This is an optimization exercise on Yosys and OpenROAD, whose aim is small area and a short achievable clock period, not a production implementation. Only simulation tests tie the RTL to the original design; equivalence was not proved.

==> design.v <==
module le_xu_decode (
    input  wire [31:0] insn,
    output reg         legal,
    output reg         wen,       
    output reg         is_branch
);
    wire [5:0] op    = insn[31:26];
    wire [4:0] f_rd  = insn[25:21];
    wire [4:0] f_ra  = insn[20:16];
    wire [4:0] f_rb  = insn[15:11];
    wire [4:0] f_rc  = insn[10:6];
    wire [5:0] func  = insn[5:0];
    wire [3:0] afunc = insn[3:0];
    wire [2:0] cond  = insn[15:13];
    wire rd0 = (f_rd == 5'd0);
    wire ra0 = (f_ra == 5'd0);
    wire rb0 = (f_rb == 5'd0);
    wire rc0 = (f_rc == 5'd0);
    always @(*) begin
        legal     = 1'b0;
        wen       = 1'b0;
        is_branch = 1'b0;
        case (op)
            6'h01: begin
                wen = 1'b1;
                case (func)
                    6'h00, 6'h01, 6'h02, 6'h03, 6'h04, 6'h05,
                    6'h08, 6'h09, 6'h0A, 6'h0B,
                    6'h10, 6'h11, 6'h12, 6'h13,
                    6'h16, 6'h17, 6'h18, 6'h19:
                        legal = rc0;                        
                    6'h06, 6'h14, 6'h15, 6'h1A, 6'h1B:
                        legal = rb0 && rc0;                 
                    6'h07: begin
                        legal = rd0 && ra0 && rb0 && rc0;   
                        wen   = 1'b0;
                    end
                    6'h0C, 6'h0D, 6'h0E, 6'h0F:
                        legal = rb0;                        
                    default:
                        legal = 1'b0;
                endcase
            end
            6'h02: begin
                wen   = 1'b1;
                legal = (func <= 6'h04) && rc0;
            end
            6'h03: begin
                case (afunc)
                    4'h0, 4'h1, 4'h2, 4'h3:
                        legal = rd0 && rc0;                 
                    4'h4:
                        legal = rd0 && ra0 && rb0 && rc0;   
                    4'h5:
                        legal = rd0 && rb0;                 
                    4'h6, 4'h7: begin
                        legal = ra0 && rb0;                 
                        wen   = 1'b1;
                    end
                    4'h8: begin
                        legal = ra0 && rb0 && rc0;          
                        wen   = 1'b1;
                    end
                    default:
                        legal = 1'b0;
                endcase
            end
            6'h05, 6'h06, 6'h07, 6'h08: begin
                legal = 1'b1;
                wen   = 1'b1;
            end
            6'h09, 6'h0A: begin
                legal = ra0;                                
                wen   = 1'b1;
            end
            6'h0B: begin
                legal     = 1'b1;
                is_branch = 1'b1;
            end
            6'h0C: begin
                legal     = (cond != 3'b110) && (cond != 3'b111);
                is_branch = 1'b1;
            end
            default: begin
                legal = 1'b0;
            end
        endcase
        if (!legal) begin
            wen       = 1'b0;
            is_branch = 1'b0;
        end
    end
endmodule
module le_xu_alu (
    input  wire [5:0]  func,
    input  wire [31:0] a,
    input  wire [31:0] b,
    input  wire [4:0]  sh,
    output reg  [31:0] y
);
    wire signed [31:0] sa = a;
    wire signed [31:0] sb = b;
    wire signed [32:0] sum33  = {a[31], a} + {b[31], b};
    wire signed [32:0] diff33 = {a[31], a} - {b[31], b};
    wire [31:0] adds = (sum33[32] != sum33[31])  ? (sum33[32]  ? 32'h8000_0000 : 32'h7FFF_FFFF) : sum33[31:0];
    wire [31:0] subs = (diff33[32] != diff33[31]) ? (diff33[32] ? 32'h8000_0000 : 32'h7FFF_FFFF) : diff33[31:0];
    wire signed [16:0] sum17  = {a[15], a[15:0]} + {b[15], b[15:0]};
    wire signed [16:0] diff17 = {a[15], a[15:0]} - {b[15], b[15:0]};
    wire [15:0] adds15 = (sum17[16] != sum17[15])   ? (sum17[16]  ? 16'h8000 : 16'h7FFF) : sum17[15:0];
    wire [15:0] subs15 = (diff17[16] != diff17[15]) ? (diff17[16] ? 16'h8000 : 16'h7FFF) : diff17[15:0];
    reg [15:0] sat15;
    always @(*) begin
        if (sa > 32'sd32767)
            sat15 = 16'h7FFF;
        else if (sa < -32'sd32768)
            sat15 = 16'h8000;
        else
            sat15 = a[15:0];
    end
    reg [5:0] clz;
    integer i;
    always @(*) begin
        clz = 6'd32;
        for (i = 0; i < 32; i = i + 1)
            if (a[i])
                clz = 6'd31 - i[5:0];
    end
    wire [4:0]  rsh = b[4:0];
    wire [63:0] rot_r = {a, a} >> rsh;
    wire [63:0] rot_i = {a, a} >> sh;
    always @(*) begin
        case (func)
            6'h00: y = a + b;
            6'h01: y = a - b;
            6'h02: y = a & b;
            6'h03: y = a | b;
            6'h04: y = a ^ b;
            6'h05: y = a & ~b;
            6'h06: y = a;
            6'h07: y = a;
            6'h08: y = a << rsh;
            6'h09: y = a >> rsh;
            6'h0A: y = sa >>> rsh;
            6'h0B: y = rot_r[31:0];
            6'h0C: y = a << sh;
            6'h0D: y = a >> sh;
            6'h0E: y = sa >>> sh;
            6'h0F: y = rot_i[31:0];
            6'h10: y = (sa < sb) ? a : b;
            6'h11: y = (sa > sb) ? a : b;
            6'h12: y = (a < b) ? a : b;
            6'h13: y = (a > b) ? a : b;
            6'h14: y = (a == 32'h8000_0000) ? 32'h7FFF_FFFF : (a[31] ? -a : a);
            6'h15: y = -a;
            6'h16: y = adds;
            6'h17: y = subs;
            6'h18: y = {{16{adds15[15]}}, adds15};
            6'h19: y = {{16{subs15[15]}}, subs15};
            6'h1A: y = {{16{sat15[15]}}, sat15};
            6'h1B: y = {26'd0, clz};
            default: y = 32'd0;
        endcase
    end
endmodule
module le_xu (
    input  wire        clk,
    input  wire        rst,         
    input  wire        in_valid,
    input  wire [31:0] in_insn,
    input  wire [31:0] in_a,        
    input  wire [31:0] in_b,        
    output reg         out_valid,
    output reg         out_fault,   
    output reg         out_wen,     
    output reg  [4:0]  out_rd,
    output reg  [31:0] out_data,
    output reg         out_taken    
);
    wire [5:0]  op    = in_insn[31:26];
    wire [4:0]  f_rd  = in_insn[25:21];
    wire [4:0]  f_sh  = in_insn[10:6];
    wire [5:0]  func  = in_insn[5:0];
    wire [3:0]  afunc = in_insn[3:0];
    wire [1:0]  f_acc = in_insn[5:4];
    wire [15:0] imm16 = in_insn[15:0];
    wire [2:0]  cond  = in_insn[15:13];
    wire [4:0]  simm5 = in_insn[20:16];
    wire legal, wen, is_branch;
    le_xu_decode u_dec (
        .insn     (in_insn),
        .legal    (legal),
        .wen      (wen),
        .is_branch(is_branch)
    );
    wire [31:0] alu_y;
    le_xu_alu u_alu (
        .func(func),
        .a   (in_a),
        .b   (in_b),
        .sh  (f_sh),
        .y   (alu_y)
    );
    wire signed [63:0] prod_s  = $signed(in_a) * $signed(in_b);
    wire        [63:0] prod_u  = in_a * in_b;
    wire        [31:0] prod_lo = in_a * in_b;
    wire signed [31:0] prod_15 = $signed(in_a[15:0]) * $signed(in_b[15:0]);
    wire signed [31:0] q15_r = (prod_15 + 32'sh4000) >>> 15;
    wire        [15:0] q15_s = (q15_r > 32'sd32767)  ? 16'h7FFF :
                               (q15_r < -32'sd32768) ? 16'h8000 : q15_r[15:0];
    wire signed [63:0] q31_r = (prod_s + 64'sh4000_0000) >>> 31;
    wire        [31:0] q31_s = (q31_r > 64'sh7FFF_FFFF)     ? 32'h7FFF_FFFF :
                               (q31_r < -64'sh8000_0000)    ? 32'h8000_0000 : q31_r[31:0];
    reg [31:0] mul_y;
    always @(*) begin
        case (func[2:0])
            3'd0:    mul_y = prod_lo;
            3'd1:    mul_y = prod_s[63:32];
            3'd2:    mul_y = prod_u[63:32];
            3'd3:    mul_y = {{16{q15_s[15]}}, q15_s};
            default: mul_y = q31_s;
        endcase
    end
    reg [63:0] acc0, acc1, acc2, acc3;
    reg [63:0] acc_cur;
    always @(*) begin
        case (f_acc)
            2'd0:    acc_cur = acc0;
            2'd1:    acc_cur = acc1;
            2'd2:    acc_cur = acc2;
            default: acc_cur = acc3;
        endcase
    end
    wire signed [64:0] mac_t = afunc[0] ? ({acc_cur[63], acc_cur} - {prod_s[63], prod_s})
                                        : ({acc_cur[63], acc_cur} + {prod_s[63], prod_s});
    wire [63:0] mac_sat = (mac_t[64] != mac_t[63]) ? (mac_t[64] ? 64'h8000_0000_0000_0000
                                                                : 64'h7FFF_FFFF_FFFF_FFFF)
                                                   : mac_t[63:0];
    wire [63:0] mac_new = afunc[1] ? mac_sat : mac_t[63:0];
    wire [63:0] ald_v = {{32{in_a[31]}}, in_a} << f_sh;
    wire signed [64:0] ard_half = (f_sh == 5'd0) ? 65'sd0 : (65'sd1 <<< (f_sh - 5'd1));
    wire signed [64:0] ard_r    = ($signed({acc_cur[63], acc_cur}) + ard_half) >>> f_sh;
    wire        [31:0] ard_y    = (ard_r > 65'sh7FFF_FFFF)  ? 32'h7FFF_FFFF :
                                  (ard_r < -65'sh8000_0000) ? 32'h8000_0000 : ard_r[31:0];
    wire signed [63:0] ardl_r = $signed(acc_cur) >>> f_sh;
    reg [31:0] acc_y;
    always @(*) begin
        case (afunc)
            4'h6:    acc_y = ard_y;
            4'h7:    acc_y = ardl_r[31:0];
            default: acc_y = acc_cur[63:32];
        endcase
    end
    reg [31:0] imm_y;
    always @(*) begin
        case (op)
            6'h05:   imm_y = in_a + {{16{imm16[15]}}, imm16};
            6'h06:   imm_y = in_a & {16'd0, imm16};
            6'h07:   imm_y = in_a | {16'd0, imm16};
            6'h08:   imm_y = in_a ^ {16'd0, imm16};
            6'h09:   imm_y = {{16{imm16[15]}}, imm16};
            default: imm_y = {imm16, 16'd0};
        endcase
    end
    wire [31:0] cmp_b = (op == 6'h0C) ? {{27{simm5[4]}}, simm5} : in_b;
    wire a_nan = (in_a[30:23] == 8'hFF) && (in_a[22:0] != 23'd0);
    wire b_nan = (cmp_b[30:23] == 8'hFF) && (cmp_b[22:0] != 23'd0);
    wire [30:0] a_mag = (in_a[30:23] == 8'd0)  ? 31'd0 : in_a[30:0];
    wire [30:0] b_mag = (cmp_b[30:23] == 8'd0) ? 31'd0 : cmp_b[30:0];
    wire signed [31:0] a_key = in_a[31]  ? -$signed({1'b0, a_mag}) : $signed({1'b0, a_mag});
    wire signed [31:0] b_key = cmp_b[31] ? -$signed({1'b0, b_mag}) : $signed({1'b0, b_mag});
    reg taken;
    always @(*) begin
        case (cond)
            3'b000: taken = (in_a == cmp_b);
            3'b001: taken = (in_a != cmp_b);
            3'b010: taken = ($signed(in_a) < $signed(cmp_b));
            3'b011: taken = ($signed(in_a) >= $signed(cmp_b));
            3'b100: taken = (in_a < cmp_b);
            3'b101: taken = (in_a >= cmp_b);
            3'b110: taken = !a_nan && !b_nan && (a_key < b_key);
            default: taken = !a_nan && !b_nan && (a_key >= b_key);
        endcase
    end
    reg [31:0] result;
    always @(*) begin
        case (op)
            6'h01:   result = alu_y;
            6'h02:   result = mul_y;
            6'h03:   result = acc_y;
            default: result = imm_y;
        endcase
    end
    wire fire = in_valid && !rst;
    reg [63:0] acc_next;
    reg        acc_we;
    always @(*) begin
        acc_next = 64'd0;
        acc_we   = in_valid && legal && (op == 6'h03);
        case (afunc)
            4'h0, 4'h1, 4'h2, 4'h3: acc_next = mac_new;
            4'h4:                   acc_next = 64'd0;
            4'h5:                   acc_next = ald_v;
            default:                acc_we   = 1'b0;
        endcase
    end
    always @(posedge clk) begin
        if (rst) begin
            acc0 <= 64'd0;
            acc1 <= 64'd0;
            acc2 <= 64'd0;
            acc3 <= 64'd0;
        end else if (acc_we) begin
            case (f_acc)
                2'd0:    acc0 <= acc_next;
                2'd1:    acc1 <= acc_next;
                2'd2:    acc2 <= acc_next;
                default: acc3 <= acc_next;
            endcase
        end
    end
    always @(posedge clk) begin
        if (rst)
            out_valid <= 1'b0;
        else
            out_valid <= in_valid;
    end
    always @(posedge clk) begin
        if (fire) begin
            out_fault <= !legal;
            out_wen   <= wen;
            out_rd    <= f_rd;
            out_data  <= result;
            out_taken <= is_branch && taken;
        end
    end
endmodule
==> run.sh <==
#!/bin/bash
# synth_recipe.tcl (not shown) runs the flow's synth.tcl, then flattens the netlist and writes it again
# the make line also repeats each setting of config.mk as NAME=value (left out here)
make -C /OpenROAD-flow-scripts/flow DESIGN_CONFIG=/design/flow/config.mk WORK_HOME=/design/flow/orfs CLKGATE_MAP_FILE= SYNTH_SCRIPT=/design/flow/synth_recipe.tcl finish
==> config.mk <==
export PLATFORM = sky130hd
export DESIGN_NAME = le_xu
export DESIGN_NICKNAME = le_xu
export VERILOG_FILES = /design/flow/design.v
export SDC_FILE = /design/flow/constraint.sdc
export NUM_CORES = 4
export LEC_CHECK = 0
export ABC_CLOCK_PERIOD_IN_PS = 13000
export CAP_MARGIN = 20
export CORE_MARGIN = 2
export CORE_UTILIZATION = 30
export SETUP_SLACK_MARGIN = 0.3
export SLEW_MARGIN = 20
==> constraint.sdc <==
create_clock -name core_clock -period 16.0 [get_ports {clk}]
set_input_delay 3.2000 -clock core_clock [delete_from_list [all_inputs] [get_ports {clk}]]
set_output_delay 3.2000 -clock core_clock [all_outputs]
set_load 0.01 [all_outputs]
==> out/qor.csv <==
stage,metric,value,unit
die,start_util,30.1,%
worst_setup_path,crit_path_start,in_a[5],
cells_and_area,fin_util,34.9,%
die,ios,140,
cts,cts_buffers,35,
timing,clock.fmax,64.6,MHz
worst_setup_path,r2r_setup_slack,7.38,ns
grt,grt_max_degree,97,
worst_setup_path,cp.required,16.43,ns
min_path,min-delay-start,acc2[39],
synth,syn_area_per_cell,7.96,um2
placed_design,dpl.hpwl,573000,um
synth,syn-instance-count,14400,
cts,clock_latency,0.61,ns
drt,viasPerCell,5.85,
cells_and_area,layout-drive-gt1-share,14.1,%
timing,hold_violations,0,
timing,tns,0,ns
cts,cts_tree,yes,
cts,cts_hold_buf,0,
synth,ys_top_cells_by_area,"fa_1 (30%), ha_1 (8.5%), inv_1 (6.6%)",
grt,grt_pass1_wl,952000,um
drt,drc,0,
worst_setup_path,critPathSlowestCell,o31ai_2,
timing,slew_headroom,8.17,%
synth,synthArstFlopShare,0,%
timing,period_minus_slack,15.48,ns
synth,seq_area_frac_synth,5.52,%
synth,synth_edf_count,40,
timing,fin_skew,0.0367,ns
worst_setup_path,path_delay_family,adder cells,
synth,yosys_warnings,3,
grt,grt.total_usage,34.8,%
drt,firstDrtPassIters,7,
worst_setup_path,r2r_cells,20,
die,die_area,388000,um2
drt,drtIter0Drc,14900,
synth,synth_top_cell_area_share,30.2,%
synth,synth_cell_types,136,
cts,cts_buffer_depth,3,
drt,routed-via-count,118000,
die,core_area,382000,um2
timing,setup_violations,0,
die,die_y,623,um
worst_setup_path,cp.arrival,15.92,ns
cts,h-tree-depth,2,
synth,synth_seq_cells,297,
worst_setup_path,cp_slowest_stage_delay,0.91,ns
run_status,status,timing/DRC/antenna clean,
cells_and_area,fin_nets,17700,
timing,drv_slew,0,
cells_and_area,area_growth,16.0,%
synth,synth_top_cell_by_area,fa_1,
synth,synthFlopType,dfxtp_1,
worst_setup_path,crit_path_end_kind,register,
worst_setup_path,path_buf_inv,14,
placed_design,place_congestion,1.10,
cts,cts_root_buf,clkbuf_16,
synth,syn-num-nets,17100,
worst_setup_path,start_kind,input pin,
timing,period_share,96.8,%
synth,syn_area,115000,um2
timing,rsz0062_at_grt,no,
grt,gr-total-overflow,0,
worst_setup_path,worstPathMaxFanout,15,
flow_run,maxCapViolations,0,
worst_setup_path,worstSetupPathType,in -> reg,
cts,clk_pin_slew,0.07,ns
drt,wl_per_cell,34.2,um
drt,wirelength,692000,um
placed_design,pre_cts_slack,-0.567,ns
min_path,min_path_type,reg -> reg,
cts,clkSinkCount,297,
die,die_w,623,um
timing,tightest_slew,1.37,ns
grt,antenna_found_initial,85,
cells_and_area,num-fill-cells,40500,
worst_setup_path,cp.depth,50,
min_path,whs_path_depth,2,
drt,postRouteAntennaNets,0,
grt,grt_pass1_vias,117000,
worst_setup_path,r2r_start,acc3[0],
timing,worst_slack,0.518,ns
placed_design,io_buffers,139,
die,rows,227,
-- final timing paths --
| kind | end |
|---|---|
| worst max-delay path | acc3[7] |
| worst min-delay path | acc2[39] |
| worst min register to register | acc2[39] |
| worst max register to register | out_data[0] |
-- area by class of cell --
class	count	area (um2)	share of cell area, %
multi-input cells	11100	98200	73.7
diodes	70	175	0.131
well taps	5038	6300	4.73
repair buffers	1596	13400	10.0
flip-flops and latches	297	6350	4.76
clock buffers	51	1020	0.762
clock inverters	11	121	0.0911
inverters	2058	7780	5.84
-- repair_timing --
| item | CTS | global route |
|---|---|---|
| endpoints found under the hold margin | 0 | 0 |
| resized for setup | 2 | 158 |
| pin swaps | 0 | 27 |
| setup buffers | 0 | 24 |
| endpoints found under the setup margin | 248 | 256 |
| cloned | 0 | 2 |
-- metrics by stage --
step	cell area, um2	hold slack, ns	instances
2_1_floorplan	115000	0.443	14400
3_5_place_dp	131000	0.468	20100
3_3_place_gp	131000	0.458	20100
4_1_cts	132000	0.477	20200
6_report	133000	0.482	20300
5_1_grt	133000	0.503	20200
-- layout by cell type, fill, tap and decap left out, drive strengths merged, types with 40 or more instances in the layout --
master	synthesis	layout
a2111oi	47	47
xnor2	316	316
nand3	246	246
edfxtp	40	40
and3	87	87
nor2	1523	1523
ha	783	783
nor3	240	240
o22ai	61	61
clkbuf	680	55
a22oi	63	63
o21ai	678	678
diode	0	70
a21oi	747	747
buf	266	1515
o211ai	143	143
o21a	70	70
nand2b	92	92
nand2	1606	1606
a221oi	79	79
a31oi	138	138
or3	64	64
a311oi	41	41
dfxtp	257	257
o21bai	68	68
inv	2036	2032
clkdlybuf4s50	0	72
a21o	190	190
nand4	126	126
nor4	78	78
xor2	118	118
mux4	131	131
a211oi	434	434
o31ai	59	59
nor2b	68	68
mux2i	429	429
fa	1735	1735
or2	49	49
and2	96	96
-- per-layer routing --
layer	routed length [um]	track usage [%]	vias up
li1	-	-	50100
met1	266000	43.3	59400
met2	292000	51.9	7082
met3	72100	9.22	1826
met4	62400	25.6	40
met5	296	0.136	-
-- cell usage after synthesis (68+ instances only) --
cell type  instances
a21o_1           190
nor2_1          1518
nor3_1           235
nand2_1         1604
a211oi_1         399
and2_1            93
nand3_1          245
o211ai_1         143
clkbuf_1         676
nand2b_1          92
nor2b_1           68
fa_1            1735
inv_1           2027
mux4_2           127
a31oi_1          138
mux2i_1          428
xnor2_1          316
dfxtp_1          257
buf_1            187
and3_1            84
a221oi_1          71
o21ai_0          651
a21oi_1          745
xor2_1           118
nor4_1            70
o21a_1            70
ha_1             783
nand4_1          123
-- registers in the layout (all words and copies together), names as in the netlist --
name       cells
out_fault      1
acc0          64
out_wen        1
acc1          64
out_data      32
out_rd         5
out_valid      1
acc2          64
out_taken      1
acc3          64
-- worst register-to-register path, stage by stage (launching register included) --
cell	delay, ns
dfxtp_1	0.31
mux4_2	0.62
ha_1	0.28
inv_1	0.09
fa_1	0.22
nand2b_1	0.15
a21oi_1	0.09
o32ai_1	0.76
o21ai_0	0.30
a21boi_1	0.77
nor3_1	0.25
xnor2_1	0.72
a211oi_1	0.26
nor3_1	0.59
o211ai_1	0.33
a222oi_1	0.55
o2111ai_1	0.29
nor4_4	0.50
nor2_4	0.23
a211oi_1	0.50
nand3_1	0.48
-- kinds of logic after synthesis --
kind of cell / count (synthesis) / synth area share (%)
other cells: 1 / 0.00326
simple gates: 4383 / 16.9
xor+xnor: 434 / 3.31
mux: 598 / 6.69
flops: 297 / 5.52
buf+inv: 3005 / 10.1
compound gates: 3200 / 18.7
fa+ha+maj: 2518 / 38.8

static timing again, ports no longer ideal:
In the flow no input, the clock included, has a driving cell. The finished layout below was timed again as built, in two steps. Step 1 assumes that a clkbuf_16 drives the clock port and a buf_2 every other input. Step 2 adds t to the input delays and takes it off the output delays; t is the mean of the earliest and latest rising clock arrival at the registers after step 1. Input paths then give back, and output paths get back, about the clock's delay inside the block. a / b / c = ideal ports / drivers / drivers and shift; a / b = the first two.
t, ns: 0.667
setup WS [ns]: 0.518 / 0.571 / -0.096
hold WS [ns]: 0.482 / 0.482 / 0.482
worst setup path after step 2: input to register
worst register clock-pin slew, ns: 0.07 / 0.07
With both steps, setup timing fails in this run, where it was met with ideal ports. The setup slack of this run moves by +0.053 ns with the drivers and by -0.614 ns with both steps.
